This is an optimization exercise on Yosys and OpenROAD, whose aim is small area, not a production implementation. Function was not checked in any run shown here: the RTL went through the layout flow alone. No activity file was given, so power comes from the tool's default toggle rates.

## constraint.sdc

```tcl
create_clock -name core_clock -period 14.0 [get_ports {clk}]
set_input_delay 2.8000 -clock core_clock [delete_from_list [all_inputs] [get_ports {clk}]]
set_output_delay 2.8000 -clock core_clock [all_outputs]
set_load 0.01 [all_outputs]
```

## run.sh

```bash
#!/bin/bash
# synth_recipe.tcl (not shown) runs the flow's synth.tcl, then flattens the netlist and writes it again
# the make line also repeats each setting of config.mk as NAME=value (left out here)
make -C /OpenROAD-flow-scripts/flow DESIGN_CONFIG=/design/flow/config.mk WORK_HOME=/design/flow/orfs CLKGATE_MAP_FILE= SYNTH_SCRIPT=/design/flow/synth_recipe.tcl finish
```

## config.mk

```make
export PLATFORM = sky130hd
export DESIGN_NAME = almanac
export DESIGN_NICKNAME = almanac
export VERILOG_FILES = /design/flow/design.v
export SDC_FILE = /design/flow/constraint.sdc
export NUM_CORES = 4
export LEC_CHECK = 0
export CAP_MARGIN = 20
export CORE_MARGIN = 2
export CORE_UTILIZATION = 40
export PLACE_DENSITY = 0.6
export SLEW_MARGIN = 20
```

## design.v

```verilog
module almanac (
    input  wire        clk,
    input  wire        rst_n,        
    input  wire        xtal_edge,    
    input  wire        lock,         
    input  wire        bus_wr,
    input  wire        bus_rd,
    input  wire [4:0]  bus_addr,     
    input  wire [31:0] bus_wdata,
    output reg  [31:0] bus_rdata,
    output reg         bus_rvalid,
    output wire [47:0] count_o,
    output wire        wake
);
    reg [47:0] count;
    reg [15:0] shadow;
    reg        shadow_v;         
    reg [15:0] cnt_hi_pend;
    reg [15:0] cnt_commit_hi;    
    reg [31:0] cnt_commit_lo;
    reg        cnt_commit_v;     
    reg        write_pending;
    reg [7:0]  epoch;
    reg        wrapped;
    reg        power_lost;
    reg        locked;
    reg [10:0] trim;             
    reg [10:0] trim_act;         
    reg [19:0] cyc;              
    reg [19:0] acc;              
    reg [1:0]  ctrl_en;
    reg [15:0] al0_hi_pend, al1_hi_pend;
    reg [15:0] al0_stage_hi, al1_stage_hi;
    reg [31:0] al0_stage_lo, al1_stage_lo;
    reg        al0_stage_en, al1_stage_en;
    reg        al0_stage_v, al1_stage_v;    
    reg        al0_pending, al1_pending;
    reg [47:0] al0_value, al1_value;
    reg        al0_value_v, al1_value_v;    
    reg        al0_en, al1_en;
    reg        al0_fired_r, al1_fired_r;
    reg [1:0]  al0_cause_r, al1_cause_r;
    reg        chk;              
    reg        chk_cc;           
    reg        chk_ac0, chk_ac1; 
    reg [31:0] backup [0:15];
    wire wr = bus_wr & ~lock;
    wire rd = bus_rd & ~lock;
    wire wr_count_lo = wr && bus_addr == 5'd0;
    wire wr_count_hi = wr && bus_addr == 5'd1;
    wire wr_trim     = wr && bus_addr == 5'd2;
    wire wr_control  = wr && bus_addr == 5'd3;
    wire wr_al_lo0   = wr && bus_addr == 5'd5;
    wire wr_al_hi0   = wr && bus_addr == 5'd6;
    wire wr_al_lo1   = wr && bus_addr == 5'd7;
    wire wr_al_hi1   = wr && bus_addr == 5'd8;
    wire [31:0] wdata_r = bus_wdata & {32{rst_n}};
    wire [15:0] wdata_z = bus_wdata[15:0] & {16{rst_n & ~lock}};
    wire [15:0] tw = bus_wdata[15:0];
    wire trim_ok = tw[15] ? (tw[14:10] == 5'h1f && tw[9:0] >= 10'd488)
                          : (tw[14:10] == 5'h00 && tw[9:0] <= 10'd536);
    wire        c0      = (cyc == 20'd0);
    wire [10:0] t_eff   = c0 ? trim : trim_act;
    wire        neg     = t_eff[10];
    wire [9:0]  t_x     = t_eff[9:0] ^ {10{neg}};
    wire [20:0] acc_sum = {1'b0, acc} + {11'd0, t_x} + {20'd0, neg};
    wire        marked  = acc_sum[20];
    wire [1:0]  inc = !marked ? 2'd1 : neg ? 2'd0 : 2'd2;
    wire [48:0] count_sum = {1'b0, count} + {47'd0, inc};
    wire        edge_commit = xtal_edge & write_pending;
    wire        al_commit0  = xtal_edge & al0_pending;
    wire        al_commit1  = xtal_edge & al1_pending;
    wire fire0 = chk & al0_en & ~al0_fired_r & (count >= al0_value);
    wire fire1 = chk & al1_en & ~al1_fired_r & (count >= al1_value);
    wire [1:0] ncause0 = chk_ac0 ? 2'b11 : chk_cc ? 2'b10 : 2'b01;
    wire [1:0] ncause1 = chk_ac1 ? 2'b11 : chk_cc ? 2'b10 : 2'b01;
    wire       al0_fired = al0_fired_r | fire0;
    wire       al1_fired = al1_fired_r | fire1;
    wire [1:0] al0_cause = fire0 ? ncause0 : al0_cause_r;
    wire [1:0] al1_cause = fire1 ? ncause1 : al1_cause_r;
    wire [31:0] status = {wrapped, power_lost, write_pending, locked,
                          12'd0, epoch,
                          al1_cause, al0_cause,
                          al1_fired, al0_fired, 2'b00};
    wire s_lo = ~bus_addr[4] & ~bus_addr[3];
    wire s0 = s_lo && bus_addr[2:0] == 3'd0;
    wire s1 = s_lo && bus_addr[2:0] == 3'd1 && shadow_v;
    wire s2 = s_lo && bus_addr[2:0] == 3'd2;
    wire s3 = s_lo && bus_addr[2:0] == 3'd3;
    wire s4 = s_lo && bus_addr[2:0] == 3'd4;
    wire s5 = s_lo && bus_addr[2:0] == 3'd5 && al0_value_v;
    wire s6 = s_lo && bus_addr[2:0] == 3'd6 && al0_value_v;
    wire s7 = s_lo && bus_addr[2:0] == 3'd7 && al1_value_v;
    wire s8 = ~bus_addr[4] & bus_addr[3] & bus_addr[2:0] == 3'd0 && al1_value_v;
    reg [31:0] rd_value;
    integer k;
    always @(*) begin
        rd_value = ({32{s0}} & count[31:0])
                 | ({32{s1}} & {16'd0, shadow})
                 | ({32{s2}} & {{5{trim[10]}}, trim})
                 | ({32{s3}} & {30'd0, ctrl_en})
                 | ({32{s4}} & status)
                 | ({32{s5}} & al0_value[31:0])
                 | ({32{s6}} & {16'd0, al0_value[47:32]})
                 | ({32{s7}} & al1_value[31:0])
                 | ({32{s8}} & {16'd0, al1_value[47:32]});
        for (k = 0; k < 16; k = k + 1)
            rd_value = rd_value | ({32{bus_addr == (5'd16 + k)}} & backup[k]);
    end
    always @(posedge clk) begin
        if (wr_count_lo) begin
            cnt_commit_lo <= bus_wdata;
            cnt_commit_hi <= cnt_hi_pend;
        end
        if (wr_al_lo0) begin
            al0_stage_lo <= bus_wdata;
            al0_stage_hi <= al0_hi_pend;
            al0_stage_en <= ctrl_en[0];
        end
        if (wr_al_lo1) begin
            al1_stage_lo <= bus_wdata;
            al1_stage_hi <= al1_hi_pend;
            al1_stage_en <= ctrl_en[1];
        end
        if (al_commit0) al0_value <= {al0_stage_hi, al0_stage_lo};
        if (al_commit1) al1_value <= {al1_stage_hi, al1_stage_lo};
        if (rd && bus_addr == 5'd0) shadow <= count[47:32];
        if (xtal_edge) trim_act <= t_eff;
        chk_cc  <= write_pending;
        chk_ac0 <= al0_pending;
        chk_ac1 <= al1_pending;
        bus_rdata <= rd_value;
    end
    genvar gk;
    generate
        for (gk = 0; gk < 16; gk = gk + 1) begin : g_bk
            wire we = ~rst_n | (wr & bus_addr == (5'd16 + gk));
            always @(posedge clk)
                if (we) backup[gk] <= wdata_r;
        end
    endgenerate
    always @(posedge clk) begin
        if (~rst_n | (wr_trim & trim_ok)) trim    <= wdata_r[10:0];
        if (~rst_n | wr_control)          ctrl_en <= wdata_r[1:0];
        if (~rst_n | lock | wr_count_hi)
            cnt_hi_pend <= (lock & rst_n & cnt_commit_v) ? cnt_commit_hi : wdata_z;
        if (~rst_n | lock | wr_al_hi0)
            al0_hi_pend <= (lock & rst_n & al0_stage_v) ? al0_stage_hi : wdata_z;
        if (~rst_n | lock | wr_al_hi1)
            al1_hi_pend <= (lock & rst_n & al1_stage_v) ? al1_stage_hi : wdata_z;
        if (~rst_n | xtal_edge)
            count <= {48{rst_n}} & (edge_commit ? {cnt_commit_hi, cnt_commit_lo}
                                                : count_sum[47:0]);
    end
    always @(posedge clk) begin
        if (!rst_n) begin
            shadow_v      <= 1'b0;
            cnt_commit_v  <= 1'b0;
            write_pending <= 1'b0;
            epoch         <= 8'd0;
            wrapped       <= 1'b1;
            power_lost    <= 1'b1;
            locked        <= 1'b1;
            cyc           <= 20'd0;
            acc           <= 20'hfffff;
            al0_stage_v   <= 1'b0;
            al1_stage_v   <= 1'b0;
            al0_pending   <= 1'b0;
            al1_pending   <= 1'b0;
            al0_value_v   <= 1'b0;
            al1_value_v   <= 1'b0;
            al0_en        <= 1'b0;
            al1_en        <= 1'b0;
            al0_fired_r   <= 1'b0;
            al1_fired_r   <= 1'b0;
            al0_cause_r   <= 2'b00;
            al1_cause_r   <= 2'b00;
            chk           <= 1'b0;
            bus_rvalid    <= 1'b0;
        end else begin
            chk <= xtal_edge;
            if (xtal_edge) begin
                cyc <= cyc + 20'd1;
                acc <= acc_sum[19:0];
                if (edge_commit) begin
                    epoch      <= epoch + 8'd1;
                    wrapped    <= 1'b0;
                    power_lost <= 1'b0;
                end else if (count_sum[48]) begin
                    wrapped    <= 1'b1;
                end
            end
            if (al_commit0) begin
                al0_en      <= al0_stage_en;
                al0_value_v <= 1'b1;
            end
            if (al_commit1) begin
                al1_en      <= al1_stage_en;
                al1_value_v <= 1'b1;
            end
            al0_fired_r <= al0_fired & ~al_commit0;
            al1_fired_r <= al1_fired & ~al_commit1;
            al0_cause_r <= al_commit0 ? 2'b00 : al0_cause;
            al1_cause_r <= al_commit1 ? 2'b00 : al1_cause;
            write_pending <= wr_count_lo | (write_pending & ~xtal_edge);
            al0_pending   <= wr_al_lo0   | (al0_pending & ~xtal_edge);
            al1_pending   <= wr_al_lo1   | (al1_pending & ~xtal_edge);
            if (wr_count_lo) cnt_commit_v <= 1'b1;
            if (wr_al_lo0)   al0_stage_v  <= 1'b1;
            if (wr_al_lo1)   al1_stage_v  <= 1'b1;
            if (lock) locked <= 1'b1;
            if (rd && bus_addr == 5'd0) shadow_v <= 1'b1;
            if (rd && bus_addr == 5'd4) locked <= 1'b0;
            bus_rvalid <= rd;
        end
    end
    assign count_o = count;
    assign wake    = al0_fired | al1_fired;
endmodule
```

==> reports/results.ini, run 1 <==
[worst_setup_path]
cpMostUsedCell=nand3_1
worstSetupEndpointType=flop
start_kind=flop
cp_data_arrival_time_ps=8500
timing.rr.end=count[42]
ff2ff_setup_slack_ps=5860
cp.required_ps=14360
crit_buf_inv=2
critPathTopFamily=simple AND/OR/NAND/NOR gates
timing.rr.start=cyc[0]
slowest_delay_ps=760
worst_path_max_delay_cell=nor2_1
path_max_fanout=11
critPathKind=flop to flop
worstRegToRegCells=26

[clocking]
ctsHoldBuffers=0
clkLatencyLatePin_ps=670
cts-root-buf=clkbuf_16
clock_path_buffers=3
clkSinkCount=995
cts_setup_buffers=0
ctsResizeCount=0
cts.reportedPaths.clkPinSlew_ps=60
cts_made_buffers=102
cts_tree=built
h-tree-depth=3

[sta]
hold_viol_final=0
post-route-min-period_ps=8140
slew_violations=0
setup_tns_ps=0
timing.fmax_mhz=123
rsz0062_at_grt=false
worstMarginPinSlew_ps=1050
max_slew_margin_pct=29.5
setup_viol=0
fin_crit_sh_pct=58.1
skew_ps=21.3

[floorplanning]
die_w_um=318
die-area_um2=101000
rows=115
die_y_um=318
ios=125
placeableCoreArea_um2=98300
initial_core_util_pct=40.3

[power]
power_density_nw_per_um2=153
p_leak_nw=16.3
p_total_mw=7.10
irDropWorstVdd_mv=0.0969

[place]
gp_congestion=0.880
hpwlAfterDp_mm=78.8
portBuffers=124

[cells_and_area]
area_delta_synth_final_pct=17.3
nets=2919
final_layout_size_suffix_gt1_share_pct=11.2

[synth]
yosys.area.top_type_share_pct=67.6
ys.flop_type=edfxtp_1
yosysTopAreaCell=edfxtp_1
synth_seq_cells=995
mappedNetlistArea_um2=39600
synth-edff-count=890
async_reset_ff_share_pct=0
synth_commonest_cells=890 x edfxtp_1, 125 x a22oi_1, 125 x nor2_1, 124 x inv_1, 120 x a22o_1
yosysSeqAreaShare_pct=72.9
syn-instance-count=2579
synth.net_count=2734
synth.distinct_cells=87
syn_area_per_cell_um2=15.3
yosysWarningCount=2
synthTopCellsByArea=edfxtp_1 68%, dfxtp_1 5.3%, ha_1 3.5%, a22o_1 2.7%, a22oi_1 2.4%
synth.most_common_cell=edfxtp_1

[min_path]
hp-start=al1_pending
min_to=chk_ac1
hold-path-cell-count=0
worstHoldPathType=flop to flop

[routing]
wire_per_inst_um=30.3
wl_mm=125
vias_per_cell=6.09
drcViolationCount=0
drt-initial-drc-count=3550
detail-route-antenna-nets=0
dr.pass1.iters=6
vias=25200

[flow_run]
drv_cap=0

[global_route]
grt_pass1_wl_mm=179
grt_pass1_vias=24800
grt.overflow.total=0
antenna_found_initial=5
grt_use_total_pct=24.4
grt_max_degree=84

[run_status]
status=finished clean

==> metal layers <==
metal | GRT usage, % | part of all wire [%] | vias up
met2 | 39.3 | 47 | 1440
met5 | 0 | 0 | -
met3 | 4.41 | 9.7 | 228
met4 | 6.99 | 3.0 | 0
met1 | 34.0 | 41 | 12900
li1 | - | - | 10600
==> worst reg2reg max path, stage by stage (launching register included) <==
cell	delay, ps
dfxtp_1	350
inv_1	90
ha_1	140
nor4b_2	190
nand3_1	180
nor2_1	770
mux2i_2	760
xnor2_1	230
fa_1	480
a21o_1	200
a21oi_1	210
o21bai_1	120
a2111oi_0	660
o41a_1	310
or3_1	160
ha_1	180
inv_1	60
fa_1	400
and3b_1	320
nand3_1	330
nor4_4	530
nand2_2	210
nor2_2	250
and3_1	330
nand3_1	130
xor2_1	170
a21oi_1	80
==> power by group <==
group	switching, mW	internal, mW	leakage (nW)
clock	1.16	1.71	1.71
combinational	0.405	0.257	5.19
sequential	0.121	3.45	9.43
total	1.69	5.42	16.3
==> flip-flops by register name (all words and copies together), names as in the netlist, 20 cells and up <==
signal,count
al0_value,48
cyc,20
acc,20
al1_value,48
al1_stage_lo,32
backup,512
count,48
bus_rdata,32
cnt_commit_lo,32
al0_stage_lo,32
==> layout by cell type, fill, tap and decap left out, types with 57 or more instances in the layout <==
cell type and instances:
ha_1 110, buf_4 76, nand4_1 76, xor2_1 57
nor2_1 112, clkdlybuf4s50_1 123, clkbuf_16 103, inv_1 122
a22oi_1 125, a22o_1 120, nand2_1 102, edfxtp_1 890
dfxtp_1 105, a221oi_1 72
==> cell type report <==
type	instances	area (um^2)
antenna	1	2.50
clock buffer	124	2710
clock inverter	63	817
fill	8306	51900
inverter	125	470
multi-input combinational	1341	10100
sequential	995	28800
tap	1287	1610
timing repair buffer	199	1800
==> kinds of logic (layout without fill, tap and decap cells) <==
logic type               Yosys count  in the layout  synth area share (%)
other                              0              1                     0
XOR/XNOR                          89             89                  1.97
multiplexers                      16             16                 0.443
AO/OA/AOI/OAI                    592            592                  11.6
adder cells (fa/ha/maj)          112            112                  3.58
flip-flops                       995            995                  72.9
AND/OR/NAND/NOR                  532            532                  7.05
buffers and inverters            243            511                  2.45
==> worst max path at each step <==
stage / from / endpoint / slack [ps] / depth (start not counted)
3_3_place_gp: cyc[0] / count[46] / 6250 / 26
4_1_cts: cyc[0] / count[42] / 5960 / 26
3_5_place_dp: cyc[0] / count[42] / 6030 / 26
2_1_floorplan: bus_addr[4] / al0_stage_en / 6470 / 4
5_1_grt: cyc[0] / count[44] / 5390 / 26
6_report: cyc[0] / count[42] / 5860 / 26
==> metrics by stage <==
step | util, % | hold slack, ps | instances | cell area [um^2] | setup slack, ps
2_1_floorplan | - | 351 | 2579 | 39600 | 6470
3_3_place_gp | 43.6 | 359 | 3946 | 42800 | 6250
3_5_place_dp | 43.6 | 361 | 3946 | 42800 | 6030
4_1_cts | 47.2 | 370 | 4133 | 46400 | 5960
5_1_grt | 47.2 | 377 | 4134 | 46400 | 5390
6_report | 47.2 | 370 | 4135 | 46400 | 5860
==> inputs of run 2 (changes only) <==
--- a/config.mk
+++ b/config.mk
@@ -8,5 +8,8 @@
 export CAP_MARGIN = 20
 export CORE_MARGIN = 2
 export CORE_UTILIZATION = 40
+export CTS_BUF_LIST = sky130_fd_sc_hd__clkbuf_8
+export CTS_CLUSTER_DIAMETER = 50
+export CTS_CLUSTER_SIZE = 16
 export PLACE_DENSITY = 0.6
 export SLEW_MARGIN = 20
==> reports/results.ini, run 2 <==
[worst_setup_path]
path_max_fanout=11
worstRegToRegCells=26
worstSetupEndpointType=flop
timing.rr.end=count[42]
cp.required_ps=14470
critPathKind=flop to flop
ff2ff_setup_slack_ps=5900
cp_data_arrival_time_ps=8570
timing.rr.start=cyc[0]
start_kind=flop

[clocking]
cts_tree=built
clock_path_buffers=3
ctsResizeCount=0
h-tree-depth=3
cts_made_buffers=103
clkSinkCount=995
cts.reportedPaths.clkPinSlew_ps=90
cts-root-buf=clkbuf_8
ctsHoldBuffers=0
cts_setup_buffers=0
clkLatencyLatePin_ps=810

[sta]
fin_crit_sh_pct=57.9
max_slew_margin_pct=21.9
skew_ps=98.1
setup_tns_ps=0
timing.fmax_mhz=123
hold_viol_final=0
rsz0062_at_grt=false
slew_violations=0
worstMarginPinSlew_ps=1160
post-route-min-period_ps=8100
setup_viol=0
holdWs_ps=372

[routing]
met1_length_mm=49.6
dr.pass1.iters=8
wire_per_inst_um=30.2
vias=25200
detail-route-antenna-nets=0
wl_mm=125
dr_wl_met2_mm=58.1
dr.max_layer_used=met4
wl_met3_mm=13.2
drcViolationCount=0
vias_per_cell=6.09
drt-initial-drc-count=3428

[power]
p_sw_share_pct=26.9
p_seq_share_pct=57.1
power_density_nw_per_um2=138
p_sw_mw=1.68
clock_power_share_pct=32.4
p_int_mw=4.56
p_comb_share_pct=10.5
irDropWorstVdd_mv=0.0907
p_leak_nw=15.8

[flow_run]
drv_cap=0

[synth]
synth.net_count=2734
synthTopCellsByArea=edfxtp_1 68%, dfxtp_1 5.3%, ha_1 3.5%, a22o_1 2.7%, a22oi_1 2.4%
syn-instance-count=2579
synth.most_common_cell=edfxtp_1
yosysWarningCount=2
synth_commonest_cells=890 x edfxtp_1, 125 x a22oi_1, 125 x nor2_1, 124 x inv_1, 120 x a22o_1
synth.distinct_cells=87
syn_area_per_cell_um2=15.3
ys.flop_type=edfxtp_1
synth_seq_cells=995
yosysSeqAreaShare_pct=72.9
async_reset_ff_share_pct=0
mappedNetlistArea_um2=39600
yosysTopAreaCell=edfxtp_1
yosys.area.top_type_share_pct=67.6
synth-edff-count=890

[place]
portBuffers=124
hpwlAfterDp_mm=78.8
gp_congestion=0.880

[floorplanning]
die_y_um=318
rows=115
die-area_um2=101000
ios=125
die_w_um=318
initial_core_util_pct=40.3
placeableCoreArea_um2=98300

[cells_and_area]
layout_common_cells=890 x edfxtp_1, 130 x inv_1, 125 x a22oi_1
nets=2920
final_layout_size_suffix_gt1_share_pct=11.8
nFillCells=8460
mostFrequentLayoutCell=edfxtp_1
area_delta_synth_final_pct=14.0
largest_register_ffs=512
top_register=backup

[min_path]
min_to=chk_ac0
hp-start=al0_pending
hold-path-cell-count=0
worstHoldPathType=flop to flop

[global_route]
grt.overflow.total=0
grt_pass1_wl_mm=179
grt_max_degree=84
antenna_found_initial=7
grt_pass1_vias=25000
grt_use_total_pct=24.4

[run_status]
status=finished clean

## run 2: power by group through the flow
stage,registers [mW],clock network (mW),logic [mW]
final,3.56,2.02,0.658
after global routing,3.58,2.16,0.712
after CTS,3.56,2.05,0.655
after detailed placement,3.63,0,0.651
after global placement,3.62,0,0.631
after floorplan,3.60,0,0.378
## run 2: cells by family (layout without fill, tap and decap cells)
logic type                 Yosys count  after routing  synth area share [%]
other                                0              1                     0
xor gates and xnor gates            89             89                  1.97
and+or+nand+nor                    532            532                  7.05
muxes                               16             16                 0.443
AOI/OAI and AO/OA                  592            592                  11.6
buffers and inverters              243            512                  2.45
adders and majority gates          112            112                  3.58
DFF                                995            995                  72.9
## run 2: layout make-up
type	count	area (um^2)	area share [%]
diodes	1	2.50	0.00555
repair buffers	199	1800	3.99
clock buffers	107	1470	3.26
multi-input cells	1341	10100	22.5
well taps	1287	1610	3.57
inverters	125	470	1.04
clock inverters	81	777	1.72
flip-flops and latches	995	28800	63.9
## run 2: worst max-delay path: stages, from the launching register on
cell and delay, ps:
dfxtp_1 360, inv_1 90, ha_1 160, nor4b_2 200, nand3_1 180, nor2_1 760, mux2i_2 750, xnor2_1 220
fa_1 470, a21o_1 200, a21oi_1 220, o21bai_1 120, a2111oi_0 650, o41a_1 310, or3_1 170, ha_1 180
inv_1 60, fa_1 400, and3b_1 320, nand3_1 320, nor4_4 520, nand2_2 210, nor2_2 260, and3_1 330
nand3_1 130, xor2_1 170, a21oi_1 80
## run 2: stage by stage
stage	util [%]	worst slack (ps)	area (um^2)	instances	power (mW)
floorplan	-	6470	39600	2579	3.97
global placement	43.6	6250	42800	3946	4.25
detailed placement	43.6	6030	42800	3946	4.28
CTS	45.9	5980	45100	4134	6.27
global route	45.9	5410	45100	4136	6.46
finish	45.9	5900	45100	4136	6.25
## run 2: layer usage
| layer | global-route usage [%] | vias up |
|---|---|---|
| met5 | 0 | - |
| met4 | 8.11 | 0 |
| met3 | 4.83 | 226 |
| met2 | 38.9 | 1462 |
| met1 | 33.5 | 12900 |
| li1 | - | 10600 |
## run 2: worst max-delay path by stage
stage | from | slack [ps] | endpoint
floorplan | bus_addr[4] | 6470 | al0_stage_en
detailed placement | cyc[0] | 6030 | count[42]
CTS | cyc[0] | 5980 | count[42]
finish | cyc[0] | 5900 | count[42]
global placement | cyc[0] | 6250 | count[46]
global route | cyc[0] | 5410 | count[44]
==> inputs of run 3 (changes only) <==
==> flow/run.sh (new file) <==
#!/bin/bash
set -euo pipefail
export BUFFER_PORTS_ARGS="-buffer_cell sky130_fd_sc_hd__buf_1"
export CTS_ARGS="-sink_clustering_enable -repair_clock_nets -dont_use_dummy_load -buf_list sky130_fd_sc_hd__clkbuf_8 -sink_clustering_size 16 -sink_clustering_max_diameter 50"
bash standard.sh > standard_flow.log 2>&1
==> standard.sh (new file) <==
#!/bin/bash
# synth_recipe.tcl (not shown) runs the flow's synth.tcl, then flattens the netlist and writes it again
# the make line also repeats each setting of config.mk as NAME=value (left out here)
make -C /OpenROAD-flow-scripts/flow DESIGN_CONFIG=/design/flow/config.mk WORK_HOME=/design/flow/orfs CLKGATE_MAP_FILE= SYNTH_SCRIPT=/design/flow/synth_recipe.tcl "${@:-finish}"
removed: run.sh
==> reports/results.ini, run 3 <==
[sta]
slew_violations=0
worstMarginPinSlew_ps=1290
max_slew_margin_pct=13.0
hold_viol_final=0
skew_ps=133
setup_tns_ps=0
post-route-min-period_ps=8010
fin_crit_sh_pct=57.2
postLayoutSetupSlackWorst_ps=5990
rsz0062_at_grt=false
setup_viol=0
timing.fmax_mhz=125

[power]
irDropWorstVdd_mv=0.0879
p_total_mw=5.76
p_leak_nw=15.0
power_density_nw_per_um2=132

[worst_setup_path]
path_max_fanout=11
critPathKind=flop to flop
timing.rr.start=cyc[0]
cp.required_ps=14440
startpoint=cyc[0]
worstSetupEndpointType=flop
cpMostUsedCell=nand3_1
worst_path_max_delay_cell=mux2i_2
slowest_delay_ps=780
start_kind=flop
cp_data_arrival_time_ps=8450
worstRegToRegCells=26

[synth]
yosys.area.top_type_share_pct=67.6
syn_area_per_cell_um2=15.3
synth_commonest_cells=890 x edfxtp_1, 125 x a22oi_1, 125 x nor2_1, 124 x inv_1, 120 x a22o_1
synth_seq_cells=995
synth.most_common_cell=edfxtp_1
yosysSeqAreaShare_pct=72.9
synth.distinct_cells=87
yosysWarningCount=2
synthTopCellsByArea=edfxtp_1 68%, dfxtp_1 5.3%, ha_1 3.5%, a22o_1 2.7%, a22oi_1 2.4%
yosysTopAreaCell=edfxtp_1
synth-edff-count=890
synth.net_count=2734
mappedNetlistArea_um2=39600
syn-instance-count=2579
async_reset_ff_share_pct=0
ys.flop_type=edfxtp_1

[cells_and_area]
top_register=backup
final_layout_size_suffix_gt1_share_pct=9.63
area_delta_synth_final_pct=9.99
finalNonFillerCells=4054
layout_common_cells=890 x edfxtp_1, 125 x a22oi_1, 122 x inv_1, 122 x buf_1, 120 x a22o_1
largest_register_ffs=512
mostFrequentLayoutCell=edfxtp_1
final_util_pct=44.3
nets=2920

[floorplanning]
die_y_um=318
die_w_um=318
rows=115
initial_core_util_pct=40.3
placeableCoreArea_um2=98300
die-area_um2=101000
ios=125

[place]
place_inst=3949
gp_congestion=0.901
portBuffers=124
hpwlAfterDp_mm=79.4
dp_slack_ps=6040

[clocking]
cts.reportedPaths.clkPinSlew_ps=90
clkSinkCount=995
cts-root-buf=clkbuf_8
cts_setup_buffers=0
clkLatencyLatePin_ps=790
ctsHoldBuffers=0
cts_made_buffers=101
ctsResizeCount=0
clock_path_buffers=3
h-tree-depth=3
cts_tree=built

[routing]
wl_mm=124
drt-initial-drc-count=3504
detail-route-antenna-nets=0
wire_per_inst_um=30.7
drcViolationCount=0
dr.pass1.iters=9
vias_per_cell=6.19
vias=25100

[global_route]
grt_max_degree=84
grt_use_total_pct=24.1
grt.overflow.total=0
grt_pass1_wl_mm=177
grt_pass1_vias=24600
antenna_found_initial=10

[run_status]
status=finished clean

[min_path]
hold-path-cell-count=0
hp-start=al1_hi_pend[13]
worstHoldPathType=flop to flop

[flow_run]
drv_cap=0

## run 3: cell families after synthesis
logic type / count (synthesis) / share of synthesized area (%)
xor gates and xnor gates: 89 / 1.97
DFF: 995 / 72.9
AOI/OAI and AO/OA: 592 / 11.6
adders and majority gates: 112 / 3.58
muxes: 16 / 0.443
buffers and inverters: 243 / 2.45
and+or+nand+nor: 532 / 7.05
## run 3: metrics by stage
step | cell area (um^2) | hold slack (ps)
finish | 43500 | 376
global route | 43500 | 381
CTS | 43500 | 372
detailed placement | 42100 | 361
global placement | 42100 | 359
floorplan | 39600 | 351
## run 3: layout make-up
class                   instances  area [um^2]
well taps                    1287         1610
diodes                          4         10.0
flip-flops and latches        995        28800
fillers                      8705        54800
multi-input cells            1341        10100
inverters                     125          470
clock buffers                 101         1390
repair buffers                201         1060
## run 3: worst max-delay path, delay by kind of cell (launching register included)
| kind | cells | cell delay (ps) |
|---|---|---|
| simple gates | 11 | 3310 |
| compound gates | 6 | 1490 |
| fa+ha+maj | 4 | 1230 |
| xor+xnor | 2 | 400 |
| mux | 1 | 780 |
| flops | 1 | 350 |
| buf+inv | 2 | 170 |
## run 3: layer usage
metal	global-route usage [%]	share of wire (%)	up-vias	wire length, um
li1	-	-	10500	-
met1	33.5	40	12800	49600
met2	37.6	46	1552	56700
met3	5.49	11	225	14100
met4	7.77	3.2	6	3950
met5	0	0.025	-	31
## run 3: path summary, 6_finish.rpt
check	to	slack [ps]
min reg2reg	al1_stage_hi[13]	380
max reg2reg	count[42]	5990
max	count[42]	5990
min	al1_stage_hi[13]	380
## run 3: power breakdown
group | internal [mW] | switching [mW] | leakage (nW) | total, mW
combinational | 0.216 | 0.410 | 4.89 | 0.626
clock | 0.638 | 0.939 | 0.726 | 1.58
sequential | 3.45 | 0.114 | 9.43 | 3.56
==> inputs of run 4 (changes only) <==
--- a/design.v
+++ b/design.v
@@ -44,6 +44,16 @@
     reg        chk_cc;           
     reg        chk_ac0, chk_ac1; 
     reg [31:0] backup [0:15];
+    function automatic ge48(input [47:0] a, input [47:0] b);
+        integer i;
+        reg c;
+        begin
+            c = 1'b1;
+            for (i = 0; i < 48; i = i + 1)
+                c = (a[i] & ~b[i]) | ((a[i] | ~b[i]) & c);
+            ge48 = c;
+        end
+    endfunction
     wire wr = bus_wr & ~lock;
     wire rd = bus_rd & ~lock;
     wire wr_count_lo = wr && bus_addr == 5'd0;
@@ -59,19 +69,61 @@
     wire [15:0] tw = bus_wdata[15:0];
     wire trim_ok = tw[15] ? (tw[14:10] == 5'h1f && tw[9:0] >= 10'd488)
                           : (tw[14:10] == 5'h00 && tw[9:0] <= 10'd536);
+    genvar gi;
     wire        c0      = (cyc == 20'd0);
     wire [10:0] t_eff   = c0 ? trim : trim_act;
     wire        neg     = t_eff[10];
     wire [9:0]  t_x     = t_eff[9:0] ^ {10{neg}};
-    wire [20:0] acc_sum = {1'b0, acc} + {11'd0, t_x} + {20'd0, neg};
+    wire [20:0] acc_sum;
+    wire [20:0] ac;
+    assign ac[0] = neg;
+    generate
+        for (gi = 0; gi < 20; gi = gi + 1) begin : g_acc
+            if (gi < 10) begin : g_fa
+                assign acc_sum[gi] = acc[gi] ^ t_x[gi] ^ ac[gi];
+                assign ac[gi+1]    = (acc[gi] & t_x[gi]) | (ac[gi] & (acc[gi] ^ t_x[gi]));
+            end else begin : g_ha
+                assign acc_sum[gi] = acc[gi] ^ ac[gi];
+                assign ac[gi+1]    = acc[gi] & ac[gi];
+            end
+        end
+    endgenerate
+    assign acc_sum[20] = ac[20];
     wire        marked  = acc_sum[20];
-    wire [1:0]  inc = !marked ? 2'd1 : neg ? 2'd0 : 2'd2;
-    wire [48:0] count_sum = {1'b0, count} + {47'd0, inc};
+    wire [48:0] cc;              
+    wire [48:0] count_sum;
+    assign count_sum[0] = count[0] ^ ~marked;
+    assign cc[1] = (count[0] & ~marked) | (marked & ~neg);
+    generate
+        for (gi = 1; gi < 48; gi = gi + 1) begin : g_inc
+            assign count_sum[gi] = count[gi] ^ cc[gi];
+            assign cc[gi+1]      = count[gi] & cc[gi];
+        end
+    endgenerate
+    assign count_sum[48] = cc[48];
+    wire [19:0] cyc_inc;
+    wire [20:0] cyc_c;
+    assign cyc_c[0] = 1'b1;
+    generate
+        for (gi = 0; gi < 20; gi = gi + 1) begin : g_cyc
+            assign cyc_inc[gi] = cyc[gi] ^ cyc_c[gi];
+            assign cyc_c[gi+1] = cyc[gi] & cyc_c[gi];
+        end
+    endgenerate
+    wire [7:0] epoch_inc;
+    wire [8:0] ep_c;
+    assign ep_c[0] = 1'b1;
+    generate
+        for (gi = 0; gi < 8; gi = gi + 1) begin : g_ep
+            assign epoch_inc[gi] = epoch[gi] ^ ep_c[gi];
+            assign ep_c[gi+1]    = epoch[gi] & ep_c[gi];
+        end
+    endgenerate
     wire        edge_commit = xtal_edge & write_pending;
     wire        al_commit0  = xtal_edge & al0_pending;
     wire        al_commit1  = xtal_edge & al1_pending;
-    wire fire0 = chk & al0_en & ~al0_fired_r & (count >= al0_value);
-    wire fire1 = chk & al1_en & ~al1_fired_r & (count >= al1_value);
+    wire fire0 = chk & al0_en & ~al0_fired_r & ge48(count, al0_value);
+    wire fire1 = chk & al1_en & ~al1_fired_r & ge48(count, al1_value);
     wire [1:0] ncause0 = chk_ac0 ? 2'b11 : chk_cc ? 2'b10 : 2'b01;
     wire [1:0] ncause1 = chk_ac1 ? 2'b11 : chk_cc ? 2'b10 : 2'b01;
     wire       al0_fired = al0_fired_r | fire0;
@@ -180,10 +232,10 @@
         end else begin
             chk <= xtal_edge;
             if (xtal_edge) begin
-                cyc <= cyc + 20'd1;
+                cyc <= cyc_inc;
                 acc <= acc_sum[19:0];
                 if (edge_commit) begin
-                    epoch      <= epoch + 8'd1;
+                    epoch      <= epoch_inc;
                     wrapped    <= 1'b0;
                     power_lost <= 1'b0;
                 end else if (count_sum[48]) begin
==> reports/results.ini, run 4 <==
[synth]
synth.most_common_cell=edfxtp_1
ys.flop_type=edfxtp_1
synth_seq_cells=995
synth.net_count=2577
async_reset_ff_share_pct=0
yosysSeqAreaShare_pct=74.5
yosysTopAreaCell=edfxtp_1
synthTopCellsByArea=edfxtp_1 69%, dfxtp_1 5.4%, a22o_1 2.7%, ha_1 2.7%, a22oi_1 2.4%
syn_area_per_cell_um2=15.8
yosys.area.top_type_share_pct=69.1
synth-edff-count=890
yosysWarningCount=2
mappedNetlistArea_um2=38700
synth_commonest_cells=890 x edfxtp_1, 196 x nand2_1, 126 x a22oi_1, 121 x a22o_1, 106 x clkbuf_1
syn-instance-count=2443
synth.distinct_cells=71

[global_route]
grt_pass1_vias=23800
grt_use_total_pct=24.2
use_met1_pct=32.7
grt_max_degree=68
grt.overflow.total=0
antenna_found_initial=10
top_usage_layer=met2
grt_pass1_wl_mm=172
grt_use_met2_pct=38.9
grt_use_met3_pct=5.01

[power]
p_sw_mw=1.38
clock_power_share_pct=27.0
p_int_mw=4.27
p_comb_share_pct=10.1
p_leak_nw=14.6
p_sw_share_pct=24.3
irDropWorstVdd_mv=0.0699
p_seq_share_pct=62.8
p_total_mw=5.65
power_density_nw_per_um2=129

[floorplanning]
die_w_um=315
placeableCoreArea_um2=96300
ios=125
die-area_um2=99300
die_y_um=315
rows=114
initial_core_util_pct=40.2

[worst_setup_path]
cp_data_arrival_time_ps=15090
cpMostUsedCell=ha_4
worstSetupEndpointType=flop
critPathKind=flop to flop
slowest_delay_ps=380
path_max_fanout=4
cp.required_ps=14600
start_kind=flop
worst_path_max_delay_cell=fa_2

[routing]
wl_mm=121
detail-route-antenna-nets=0
vias=24000
drcViolationCount=0
drt-initial-drc-count=3786
dr.pass1.iters=7
vias_per_cell=6.10
wire_per_inst_um=30.8

[sta]
fin_crit_sh_pct=104
setup_viol=5
max_slew_margin_pct=22.9
postLayoutSetupSlackWorst_ps=-493
rsz0062_at_grt=true
holdWs_ps=373
timing.fmax_mhz=69.0
setup_tns_ps=-1420
post-route-min-period_ps=14490
slew_violations=0
hold_viol_final=0
worstMarginPinSlew_ps=1160
skew_ps=162

[clocking]
h-tree-depth=3
cts_made_buffers=96
cts-root-buf=clkbuf_8
clkLatencyLatePin_ps=790
clock_path_buffers=3
cts_tree=built
clkSinkCount=995
cts.reportedPaths.clkPinSlew_ps=90

[place]
place_inst=3829
hpwlAfterDp_mm=76.6
gp_congestion=0.890
dp_slack_ps=-936
placed_area_um2=42300
portBuffers=124

[cells_and_area]
nFillCells=8249
layout_common_cells=890 x edfxtp_1, 194 x nand2_1, 126 x a22oi_1
final_cell_area_um2=43700
area_delta_synth_final_pct=12.9
largest_register_ffs=512
top_register=backup
finalNonFillerCells=3932
mostFrequentLayoutCell=edfxtp_1
final_layout_size_suffix_gt1_share_pct=13.7
final_util_pct=45.4
nets=2786

[run_status]
check-failures=setup timing
status=finished with violations

[flow_run]
drv_cap=0

[min_path]
worstHoldPathType=flop to flop

[run 4: power by group through the flow]
stage / Sequential [mW] / Combinational, mW / Clock (mW)
finish: 3.55 / 0.573 / 1.53
global route: 3.57 / 0.634 / 1.65
CTS: 3.55 / 0.574 / 1.55
detailed placement: 3.62 / 0.566 / 0
global placement: 3.61 / 0.549 / 0
floorplan: 3.59 / 0.338 / 0
[run 4: cells by family (layout without fill, tap and decap cells)]
| family | Yosys count | count (layout) | synth area share [%] |
|---|---|---|---|
| mux | 45 | 45 | 1.20 |
| buf+inv | 218 | 425 | 2.14 |
| compound gates | 571 | 571 | 11.9 |
| other cells | 0 | 6 | 0 |
| flops | 995 | 995 | 74.5 |
| xor+xnor | 14 | 14 | 0.317 |
| fa+ha+maj | 110 | 110 | 3.61 |
| simple gates | 490 | 490 | 6.36 |
[run 4: layout make-up]
| type | count | area, um^2 | share of cell area (%) |
|---|---|---|---|
| repair buffers | 233 | 1310 | 3.00 |
| clock buffers | 96 | 1320 | 3.02 |
| multi-input cells | 1230 | 10300 | 23.5 |
| inverters | 96 | 362 | 0.827 |
| flip-flops and latches | 995 | 28800 | 66.0 |
| diodes | 6 | 15.0 | 0.0344 |
| well taps | 1276 | 1600 | 3.65 |
[run 4: what timing repair did]
| item | 4_1_cts | 5_1_grt |
|---|---|---|
| setup endpoints to repair | 7 | 7 |
| resized for setup | 14 | 7 |
| hold buffers | 0 | 0 |
| pin swaps | 5 | 3 |
| setup buffers | 0 | 0 |
[run 4: layer usage]
layer | share of wire (%) | vias to the layer above | wire length (um)
li1 | - | 10100 | -
met1 | 39 | 12300 | 47000
met2 | 47 | 1406 | 56900
met3 | 11 | 246 | 13000
met4 | 3.4 | 10 | 4170
met5 | 0.050 | - | 61
[run 4: critical path: cells and delay by family, from the launching register on]
kind / cells / cell delay (ps)
AO/OA/AOI/OAI: 1 / 150
XOR/XNOR: 1 / 150
adder cells (fa/ha/maj): 67 / 12130
buffers and inverters: 4 / 290
flip-flops: 1 / 330
multiplexers: 2 / 630
AND/OR/NAND/NOR: 5 / 700
[run 4: final timing paths]
path              cells past startpoint       startpoint  slack (ps)             to
setup reg to reg                     80           cyc[1]        -490      count[47]
hold reg to reg                       0  al0_stage_hi[0]         370  al0_value[32]
hold / removal                        0  al0_stage_hi[0]         370  al0_value[32]
setup / recovery                     80           cyc[1]        -490      count[47]
==> inputs of run 5 (changes only) <==
==> flow/run.sh (replaced) <==
#!/bin/bash
set -euo pipefail
export BUFFER_PORTS_ARGS="-buffer_cell sky130_fd_sc_hd__buf_1"
export CTS_ARGS="-sink_clustering_enable -repair_clock_nets -dont_use_dummy_load -buf_list sky130_fd_sc_hd__clkbuf_16 -sink_clustering_size 32 -sink_clustering_max_diameter 80"
bash standard.sh > standard_flow.log 2>&1
==> reports/results.ini, run 5 <==
[run_status]
status=finished with violations
check-failures=setup timing

[worst_setup_path]
start_kind=flop
worst_path_max_delay_cell=fa_2
cp_data_arrival_time_ps=15000
cp.required_ps=14480
worstSetupEndpointType=flop
critPathKind=flop to flop
cpMostUsedCell=ha_4
path_max_fanout=4
timing.rr.start=cyc[1]
startpoint=cyc[1]
slowest_delay_ps=380

[global_route]
grt.overflow.total=0
grt_max_degree=68
antenna_found_initial=9
grt_pass1_vias=23400
grt_use_total_pct=24.0
grt_pass1_wl_mm=171

[clocking]
clock_path_buffers=3
cts_made_buffers=44
cts-root-buf=clkbuf_16
h-tree-depth=2
clkLatencyLatePin_ps=640
clkSinkCount=995
ctsHoldBuffers=0
cts_setup_buffers=0
cts.reportedPaths.clkPinSlew_ps=120
cts_tree=built

[synth]
synthTopCellsByArea=edfxtp_1 69%, dfxtp_1 5.4%, a22o_1 2.7%, ha_1 2.7%, a22oi_1 2.4%
yosysWarningCount=2
syn-instance-count=2443
ys.flop_type=edfxtp_1
synth.net_count=2577
yosysSeqAreaShare_pct=74.5
synth-edff-count=890
mappedNetlistArea_um2=38700
synth.most_common_cell=edfxtp_1
yosysTopAreaCell=edfxtp_1
synth_commonest_cells=890 x edfxtp_1, 196 x nand2_1, 126 x a22oi_1, 121 x a22o_1, 106 x clkbuf_1
synth_seq_cells=995
synth.distinct_cells=71
syn_area_per_cell_um2=15.8
yosys.area.top_type_share_pct=69.1
async_reset_ff_share_pct=0

[floorplanning]
die_y_um=315
die_w_um=315
rows=114
ios=125
die-area_um2=99300
initial_core_util_pct=40.2
placeableCoreArea_um2=96300

[cells_and_area]
mostFrequentLayoutCell=edfxtp_1
largest_register_ffs=512
nets=2734
final_util_pct=45.2
nFillCells=8264
area_delta_synth_final_pct=12.4
layout_common_cells=890 x edfxtp_1, 194 x nand2_1, 126 x a22oi_1
finalNonFillerCells=3876
multi_input_area_um2=10300
top_register=backup
seqCellArea_um2=28800
final_layout_size_suffix_gt1_share_pct=12.0

[place]
hpwlAfterDp_mm=76.6
portBuffers=124
gp_congestion=0.890
place_inst=3829

[power]
irDropWorstVdd_mv=0.0986
power_density_nw_per_um2=128
p_leak_nw=14.4
p_sw_share_pct=23.9
p_seq_share_pct=63.8
clock_power_share_pct=25.9
p_sw_mw=1.33
p_int_mw=4.23
p_comb_share_pct=10.3

[routing]
wl_mm=121
dr.pass1.iters=9
vias=23900
vias_per_cell=6.18
drcViolationCount=0
detail-route-antenna-nets=0
wire_per_inst_um=31.1
drt-initial-drc-count=3462

[flow_run]
drv_cap=0

[sta]
hold_viol_final=0
skew_ps=78.9
max_slew_margin_pct=22.5
timing.fmax_mhz=68.9
slew_violations=0
fin_crit_sh_pct=104
setup_viol=5
post-route-min-period_ps=14510
worstMarginPinSlew_ps=1160
postLayoutSetupSlackWorst_ps=-514
rsz0062_at_grt=true

[min_path]
worstHoldPathType=flop to flop
hp-start=al0_hi_pend[14]

[run 5: cell counts after synthesis]
Identical to the previous run, type by type.
[run 5: area by class of cell]
type | instances | area share (%)
multi-input combinational | 1230 | 23.6
timing repair buffer | 233 | 3.02
sequential | 995 | 66.3
antenna | 2 | 0.0115
inverter | 96 | 0.832
tap | 1276 | 3.67
clock buffer | 44 | 2.53
[run 5: power groups by stage]
| stage | registers [mW] | clock network [mW] | logic [mW] |
|---|---|---|---|
| 3_3_place_gp | 3.61 | 0 | 0.549 |
| 5_1_grt | 3.57 | 1.54 | 0.636 |
| 2_1_floorplan | 3.59 | 0 | 0.338 |
| 3_5_place_dp | 3.62 | 0 | 0.566 |
| 6_report | 3.55 | 1.44 | 0.574 |
| 4_1_cts | 3.55 | 1.45 | 0.577 |
[run 5: repair_timing]
action                                  CTS  global route
pin swaps                                 7             3
resized for setup                        16             6
hold endpoints to repair                  0             0
endpoints found under the setup margin    7             8
[run 5: kinds of logic (layout without fill, tap and decap cells)]
logic type,Yosys count,count (layout),share of synthesized area [%]
muxes,45,45,1.20
adders and majority gates,110,110,3.61
xor gates and xnor gates,14,14,0.317
and+or+nand+nor,490,490,6.36
AOI/OAI and AO/OA,571,571,11.9
other,0,2,0
buffers and inverters,218,373,2.14
DFF,995,995,74.5
[run 5: final timing paths]
kind,end,slack [ps],cells past startpoint
worst min register to register,al0_stage_hi[14],380,0
worst max-delay path,count[47],-510,80
worst min-delay path,al0_stage_hi[14],380,0
worst max register to register,count[47],-510,80
[run 5: through the flow]
stage               setup WS [ps]  area (um^2)  setup TNS, ps  hold WS, ps  total power, mW
global placement             -766        42300          -2880          356             4.16
CTS                          -635        43400          -2150          378             5.58
global route                 -974        43500          -4350          389             5.75
floorplan                    -165        39500           -184          344             3.93
detailed placement           -936        42300          -3870          361             4.18
finish                       -514        43500          -1550          379             5.56
[run 5: per-layer routing]
metal | up-vias | part of all wire [%] | global-route usage [%]
li1 | 9968 | - | -
met1 | 12400 | 40 | 32.5
met3 | 245 | 9.8 | 4.75
met4 | 12 | 3.4 | 7.71
met2 | 1360 | 47 | 38.9
met5 | - | 0.059 | 0
[run 5: worst max-delay path: cells and delay by family, from the launching register on]
kind,cells,cell delay [ps]
fa+ha+maj,67,12140
simple gates,5,710
mux,2,630
flops,1,320
buf+inv,4,290
xor+xnor,1,150
compound gates,1,150

what the ideal ports hide:
How much do the figures lean on ideal ports? The routed layouts below were timed once more, with nothing changed but the port constraints.
Step 1: set_driving_cell puts a clkbuf_16 on clk and a buf_2 on each other input, an assumption about the parent block.
Step 2, shift: input delay + t, output delay - t, t = (earliest + latest rising clock arrival at the registers) / 2. This alone moves slack from input paths to output paths.
a / b / c = ideal ports / drivers / drivers and shift; a / b = the first two.
run | t, ns | setup slack, ns | worst setup path at the end | clock arrival spread, ns | worst register clock-pin slew, ns
run 1 | 0.730 | 5.863 / 5.863 / 5.863 | register to register | 0.025 / 0.025 | 0.07 / 0.07
run 2 | 0.824 | 5.900 / 5.900 / 5.900 | register to register | 0.099 / 0.098 | 0.11 / 0.11
run 3 | 0.790 | 5.986 / 5.986 / 5.986 | register to register | 0.133 / 0.134 | 0.10 / 0.10
run 4 | 0.772 | -0.493 / -0.493 / -0.493 | register to register | 0.166 / 0.165 | 0.10 / 0.10
run 5 | 0.676 | -0.514 / -0.514 / -0.514 | register to register | 0.080 / 0.080 | 0.12 / 0.12
